Background: an optimization exercise with open tools, aiming at small area, a short achievable clock period and few clock cycles per item. Do not read the settings as production practice. Where RTL was checked, it was by simulation tests only, not by an equivalence proof against the original.

Setup of lane 1:
==> flow/design.v (excerpt) <==
module halftone_step (
    input  wire        clk,
    input  wire        rst,
    input  wire        in_valid,
    output wire        in_ready,
    input  wire        in_mode,
    input  wire [15:0] in_v,
    input  wire [15:0] in_e_line,
    input  wire [15:0] in_e_held,
    input  wire [7:0]  in_th,
    input  wire        in_missing,
    input  wire [7:0]  in_md,
    input  wire [71:0] in_lv,
    input  wire [4:0]  in_wr,
    input  wire [4:0]  in_wdl,
    input  wire [4:0]  in_wdr,
    output reg         out_valid,
    input  wire        out_ready,
    output reg  [2:0]  out_level,
    output reg         out_sat,
    output reg  [15:0] out_right,
    output reg  [15:0] out_dleft,
    output reg  [15:0] out_dright,
    output reg  [15:0] out_down
);
For scale: ~2700 cells after synthesis, roughly 280 flip-flops, roughly 230 I/O pins.
export LEC_CHECK = 0
export CAP_MARGIN = 20
export CORE_MARGIN = 2
export CORE_UTILIZATION = 60
export CTS_BUF_LIST = sky130_fd_sc_hd__clkbuf_8
export CTS_CLUSTER_DIAMETER = 60
export CTS_CLUSTER_SIZE = 16
export SLEW_MARGIN = 20
create_clock -name core_clock -period 85.0 [get_ports {clk}]
standard.sh (not shown) runs the stock make flow with config.mk's settings and CLKGATE_MAP_FILE= SYNTH_SCRIPT=/design/flow/synth_recipe.tcl, a recipe that flattens the netlist after the stock synthesis.
==> flow/flow/run.sh <==
#!/bin/bash
# The standard layout (standard.sh, unchanged synthesis and steps), except that the
# port buffers that global placement inserts on every input and output are buf_2 cells
# rather than the default choice. make's full output goes to standard.log here.
set -euo pipefail
export BUFFER_PORTS_ARGS="-buffer_cell sky130_fd_sc_hd__buf_2"
bash standard.sh > standard.log 2>&1
[inputs] lane 2 vs lane 1
Settings: CTS_CLUSTER_SIZE changed from 16 to 30; CTS_CLUSTER_DIAMETER changed from 60 to 100; CTS_BUF_LIST changed from sky130_fd_sc_hd__clkbuf_8 to sky130_fd_sc_hd__clkbuf_16.
==> notes.md <==
- Lane 2 reached the final stage; the timing, DRC and antenna checks on its layout passed.
- Sequential share of layout area of lane 1 is on par with lane 2.
- Taking lane 1 as the reference, in lane 2 portion of the clock cycle consumed by the worst path in the final layout saw little to no change, delay of the slowest cell on the worst path comparable.
- Between lane 2 and lane 1, the difference in hold slack is negligible.
- On met1 layer wirelength in the final routing, the higher figure sits with lane 1, not lane 2.
- Compared lane 2 vs lane 1, and layout overhead on the synthesized area is down in lane 2.
- Of lane 2 and lane 1, the lower routed wire length belongs to lane 1.
- Comparing lane 1 against lane 2, there is no change at all in final total negative setup slack.
No run of this note included a check of the RTL's function; only the layout flow was run.

build 42:
Another version of the RTL of halftone_step (not shown whole).
Size in the first run: roughly 230 I/O pins, ~26000 sq um of cells after synthesis.
clock: 85.0 ns
lec_check: 0
abc_area: 1
cap_margin: 20
core_margin: 2
core_utilization: 70
cts_buf_list: sky130_fd_sc_hd__clkbuf_16
cts_cluster_diameter: 100
cts_cluster_size: 30
slew_margin: 20
==> flow/flow/run.sh <==
#!/bin/bash
# The standard layout (standard.sh, unchanged synthesis and steps), except that the
# port buffers that global placement inserts on every input and output are buf_1 cells
# rather than the default choice. make's full output goes to standard.log here.
set -euo pipefail
export BUFFER_PORTS_ARGS="-buffer_cell sky130_fd_sc_hd__buf_1"
bash standard.sh > standard.log 2>&1
Testbench counts of build 42, summed over its fixed seeds: cycles 32,024, items 32,000.
## Diff of input files: build 24 against build 42
# build 42
export LEC_CHECK = 0
export ABC_AREA = 1
export CAP_MARGIN = 20
export CORE_MARGIN = 2
export CORE_UTILIZATION = 70
export CTS_BUF_LIST = sky130_fd_sc_hd__clkbuf_16
export CTS_CLUSTER_DIAMETER = 100
export CTS_CLUSTER_SIZE = 30
export SLEW_MARGIN = 20
create_clock -name core_clock -period 85.0 [get_ports {clk}]
# build 24
export LEC_CHECK = 0
export ABC_AREA = 1
export CAP_MARGIN = 20
export CORE_MARGIN = 2
export CORE_UTILIZATION = 75
export CTS_BUF_LIST = sky130_fd_sc_hd__clkbuf_16
export CTS_CLUSTER_DIAMETER = 100
export CTS_CLUSTER_SIZE = 30
export SLEW_MARGIN = 20
create_clock -name core_clock -period 85.0 [get_ports {clk}]
Notes after the runs:
Diff build 42 -> build 24: number of cells on the worst reg-to-reg path rose by 6.1%; worst setup slack lost 0.050 ns.
Relative to build 24, the following input files were edited for build 1:
# build 24
export LEC_CHECK = 0
export ABC_AREA = 1
export CAP_MARGIN = 20
export CORE_MARGIN = 2
export CORE_UTILIZATION = 75
export CTS_BUF_LIST = sky130_fd_sc_hd__clkbuf_16
export CTS_CLUSTER_DIAMETER = 100
export CTS_CLUSTER_SIZE = 30
export SLEW_MARGIN = 20
create_clock -name core_clock -period 85.0 [get_ports {clk}]
# build 1
export LEC_CHECK = 0
export ABC_AREA = 1
export CAP_MARGIN = 0
export CORE_MARGIN = 2
export CORE_UTILIZATION = 70
export CTS_BUF_LIST = sky130_fd_sc_hd__clkbuf_16
export CTS_CLUSTER_DIAMETER = 100
export CTS_CLUSTER_SIZE = 30
export SLEW_MARGIN = 0
create_clock -name core_clock -period 85.0 [get_ports {clk}]
Build 1 completed every stage of the flow, and the final layout passed the timing, DRC and antenna checks.
On fraction of standard cell area in multi-input logic, build 1 and build 24 are basically level.
Taking build 24 as the reference, in build 1 design area essentially unchanged.

Setup of build 64:
Another version of the RTL of halftone_step (not shown whole).
For scale: about 2,800 cells after synthesis, ~280 flip-flops, roughly 230 I/O pins, about 0.026 sq mm of cells after synthesis.
make LEC_CHECK=0 ABC_AREA=1 CAP_MARGIN=20 CORE_MARGIN=2 CORE_UTILIZATION=65 CTS_BUF_LIST=sky130_fd_sc_hd__clkbuf_16 CTS_CLUSTER_DIAMETER=100 CTS_CLUSTER_SIZE=30 SLEW_MARGIN=20 finish   # period 85.0 ns
run.sh (not shown) runs the stock make flow with config.mk's settings and CLKGATE_MAP_FILE= SYNTH_SCRIPT=/design/flow/synth_recipe.tcl, a recipe that flattens the netlist after the stock synthesis.
Stock flow here: none of the scripts above is used.
Build 64: done, clean on timing, DRC and antenna
Testbench counts of build 64, summed over its fixed seeds: cycles 32,024, items 32,000.
## Diff of input files: build 98 against build 64
# build 64
export LEC_CHECK = 0
export ABC_AREA = 1
export CAP_MARGIN = 20
export CORE_MARGIN = 2
export CORE_UTILIZATION = 65
export CTS_BUF_LIST = sky130_fd_sc_hd__clkbuf_16
export CTS_CLUSTER_DIAMETER = 100
export CTS_CLUSTER_SIZE = 30
export SLEW_MARGIN = 20
create_clock -name core_clock -period 85.0 [get_ports {clk}]
# build 98
export LEC_CHECK = 0
export CAP_MARGIN = 20
export CORE_MARGIN = 2
export CORE_UTILIZATION = 60
export CTS_BUF_LIST = sky130_fd_sc_hd__clkbuf_16
export CTS_CLUSTER_DIAMETER = 100
export CTS_CLUSTER_SIZE = 30
export SLEW_MARGIN = 20
create_clock -name core_clock -period 85.0 [get_ports {clk}]
==> flow/flow/run.sh (new file) <==
#!/bin/bash
# The standard layout (standard.sh, unchanged synthesis and steps), except that the
# port buffers that global placement inserts on every input and output are buf_2 cells
# rather than the default choice. make's full output goes to standard.log here.
set -euo pipefail
export BUFFER_PORTS_ARGS="-buffer_cell sky130_fd_sc_hd__buf_2"
bash standard.sh > standard.log 2>&1
==> flow/standard.sh (new file) <==
#!/bin/bash
# synth_recipe.tcl (not shown) runs the flow's synth.tcl, then flattens the netlist and writes it again
# the make line also repeats each setting of config.mk as NAME=value (left out here)
make -C /OpenROAD-flow-scripts/flow DESIGN_CONFIG=/design/flow/config.mk WORK_HOME=/design/flow/orfs CLKGATE_MAP_FILE= SYNTH_SCRIPT=/design/flow/synth_recipe.tcl "${@:-finish}"
removed: flow/run.sh
## What came out
- Build 98 completed; timing, DRC and antenna clean
- Setup slack of the critical path after layout: build 98 better than build 64
- Build 98 vs build 64 on global routing met3 resource utilization: build 98 is the lower one.
- Comparing build 64 and build 98, the higher register-to-register slack is on build 64.
- Comparing build 64 with build 98, the count of buffers added by post-CTS timing repair for setup came out essentially unchanged.
- Of the two values seen for end point of the critical path, out_right[0] was produced by build 98 and out_sat by build 64.
- Build 64 → build 98: final cell area excluding filler cells shows a reduction of about 2.6%, final-layout clock buffer total rose 2.
The inputs of build 84 differ from those of build 98 as listed below.
# build 98
export LEC_CHECK = 0
export CAP_MARGIN = 20
export CORE_MARGIN = 2
export CORE_UTILIZATION = 60
export CTS_BUF_LIST = sky130_fd_sc_hd__clkbuf_16
export CTS_CLUSTER_DIAMETER = 100
export CTS_CLUSTER_SIZE = 30
export SLEW_MARGIN = 20
create_clock -name core_clock -period 85.0 [get_ports {clk}]
# build 84
export LEC_CHECK = 0
export ABC_AREA = 1
export CAP_MARGIN = 20
export CORE_MARGIN = 2
export CORE_UTILIZATION = 75
export CTS_BUF_LIST = sky130_fd_sc_hd__clkbuf_16
export CTS_CLUSTER_DIAMETER = 100
export CTS_CLUSTER_SIZE = 30
export SLEW_MARGIN = 20
create_clock -name core_clock -period 85.0 [get_ports {clk}]
-- flow/flow/run.sh --
<<< build 98, line 3
# port buffers that global placement inserts on every input and output are buf_2 cells
>>> build 84, line 3
# port buffers that global placement inserts on every input and output are buf_1 cells
<<< build 98, line 6
export BUFFER_PORTS_ARGS="-buffer_cell sky130_fd_sc_hd__buf_2"
>>> build 84, line 6
export BUFFER_PORTS_ARGS="-buffer_cell sky130_fd_sc_hd__buf_1"
For routed length per instance, dividing the value from build 98 by the value from build 84 gives 0.928. Build 98 → build 84: routed wire length saw an increase; transition time at the pin with the least slew margin saw a decrease; register-to-register slack saw an increase. The final reports for build 84 and build 98 show via count of the first global-routing pass higher in the former. The final cell count number comes out higher for build 84 vs build 98. Note that the number of standard-cell rows in the floorplan recorded for build 84 amounts to 0.895 times the value seen in build 98.
The following lists how build 56 was set up differently from build 84:
# build 84
export LEC_CHECK = 0
export ABC_AREA = 1
export CAP_MARGIN = 20
export CORE_MARGIN = 2
export CORE_UTILIZATION = 75
export CTS_BUF_LIST = sky130_fd_sc_hd__clkbuf_16
export CTS_CLUSTER_DIAMETER = 100
export CTS_CLUSTER_SIZE = 30
export SLEW_MARGIN = 20
create_clock -name core_clock -period 85.0 [get_ports {clk}]
# build 56
export LEC_CHECK = 0
export ABC_AREA = 1
export CAP_MARGIN = 20
export CORE_MARGIN = 2
export CORE_UTILIZATION = 65
export CTS_BUF_LIST = sky130_fd_sc_hd__clkbuf_16
export CTS_CLUSTER_DIAMETER = 100
export CTS_CLUSTER_SIZE = 30
export SLEW_MARGIN = 20
create_clock -name core_clock -period 85.0 [get_ports {clk}]
==> notes.md <==
Diff build 84 -> build 56: total area of multi-input combinational cells held; total number of vias went down 5.5%; achievable frequency held.
What build 3 does differently from build 56 at the input level:
# build 56
export LEC_CHECK = 0
export ABC_AREA = 1
export CAP_MARGIN = 20
export CORE_MARGIN = 2
export CORE_UTILIZATION = 65
export CTS_BUF_LIST = sky130_fd_sc_hd__clkbuf_16
export CTS_CLUSTER_DIAMETER = 100
export CTS_CLUSTER_SIZE = 30
export SLEW_MARGIN = 20
create_clock -name core_clock -period 85.0 [get_ports {clk}]
# build 3
export LEC_CHECK = 0
export ABC_AREA = 1
export CAP_MARGIN = 0
export CORE_MARGIN = 2
export CORE_UTILIZATION = 70
export CTS_BUF_LIST = sky130_fd_sc_hd__clkbuf_16
export CTS_CLUSTER_DIAMETER = 100
export CTS_CLUSTER_SIZE = 30
export SLEW_MARGIN = 0
create_clock -name core_clock -period 85.0 [get_ports {clk}]
### Flow results
- Going from build 56 to build 3, wire length of the first global-routing pass now sits at about the same level, maximum frequency saw an increase, total vias in the final route rose by 1.2%.

## port drivers added, routing unchanged
The flow's constraints put no driver on any port. The routed layouts listed below were extracted and timed again, unchanged, in two steps.
Step 1 assumes that a clkbuf_16 drives the clock port and a buf_2 every other input.
Step 2 times the ports against the registers' clock, not the clock port: input delays grow and output delays shrink by t, the midpoint of the rising clock arrivals with the driver on.
Slacks: no drivers / after step 1 / after step 2; pairs: no drivers / after step 1.
run	t, ns	setup WS [ns]	worst setup path at the end	slew at the worst register clock pin (ns)	pins driven straight from the clock port
lane 1	0.652	66.803 / 66.752 / 66.400	input to register	0.10 / 0.10	1
lane 2	0.586	66.875 / 66.814 / 66.418	input to register	0.11 / 0.11	1
build 42	0.583	66.893 / 66.839 / 66.479	input to register	0.11 / 0.11	1
build 24	0.589	66.843 / 66.786 / 66.462	input to register	0.12 / 0.12	1
build 1	0.583	66.486 / 66.506 / 65.923	input to register	0.11 / 0.11	1
build 64	0.578	66.438 / 66.380 / 66.114	input to register	0.11 / 0.11	1
build 98	0.595	66.880 / 66.819 / 66.583	input to register	0.12 / 0.12	1
build 84	0.583	66.843 / 66.788 / 66.539	input to register	0.11 / 0.11	1
build 56	0.591	66.805 / 66.746 / 66.505	input to register	0.11 / 0.11	1
build 3	0.583	66.890 / 66.831 / 66.420	input to register	0.12 / 0.12	1
After both steps setup and hold are still met in every run listed. The setup slack of build 1, which loses most, moves by +0.020 ns with the drivers and by -0.563 ns with both steps.
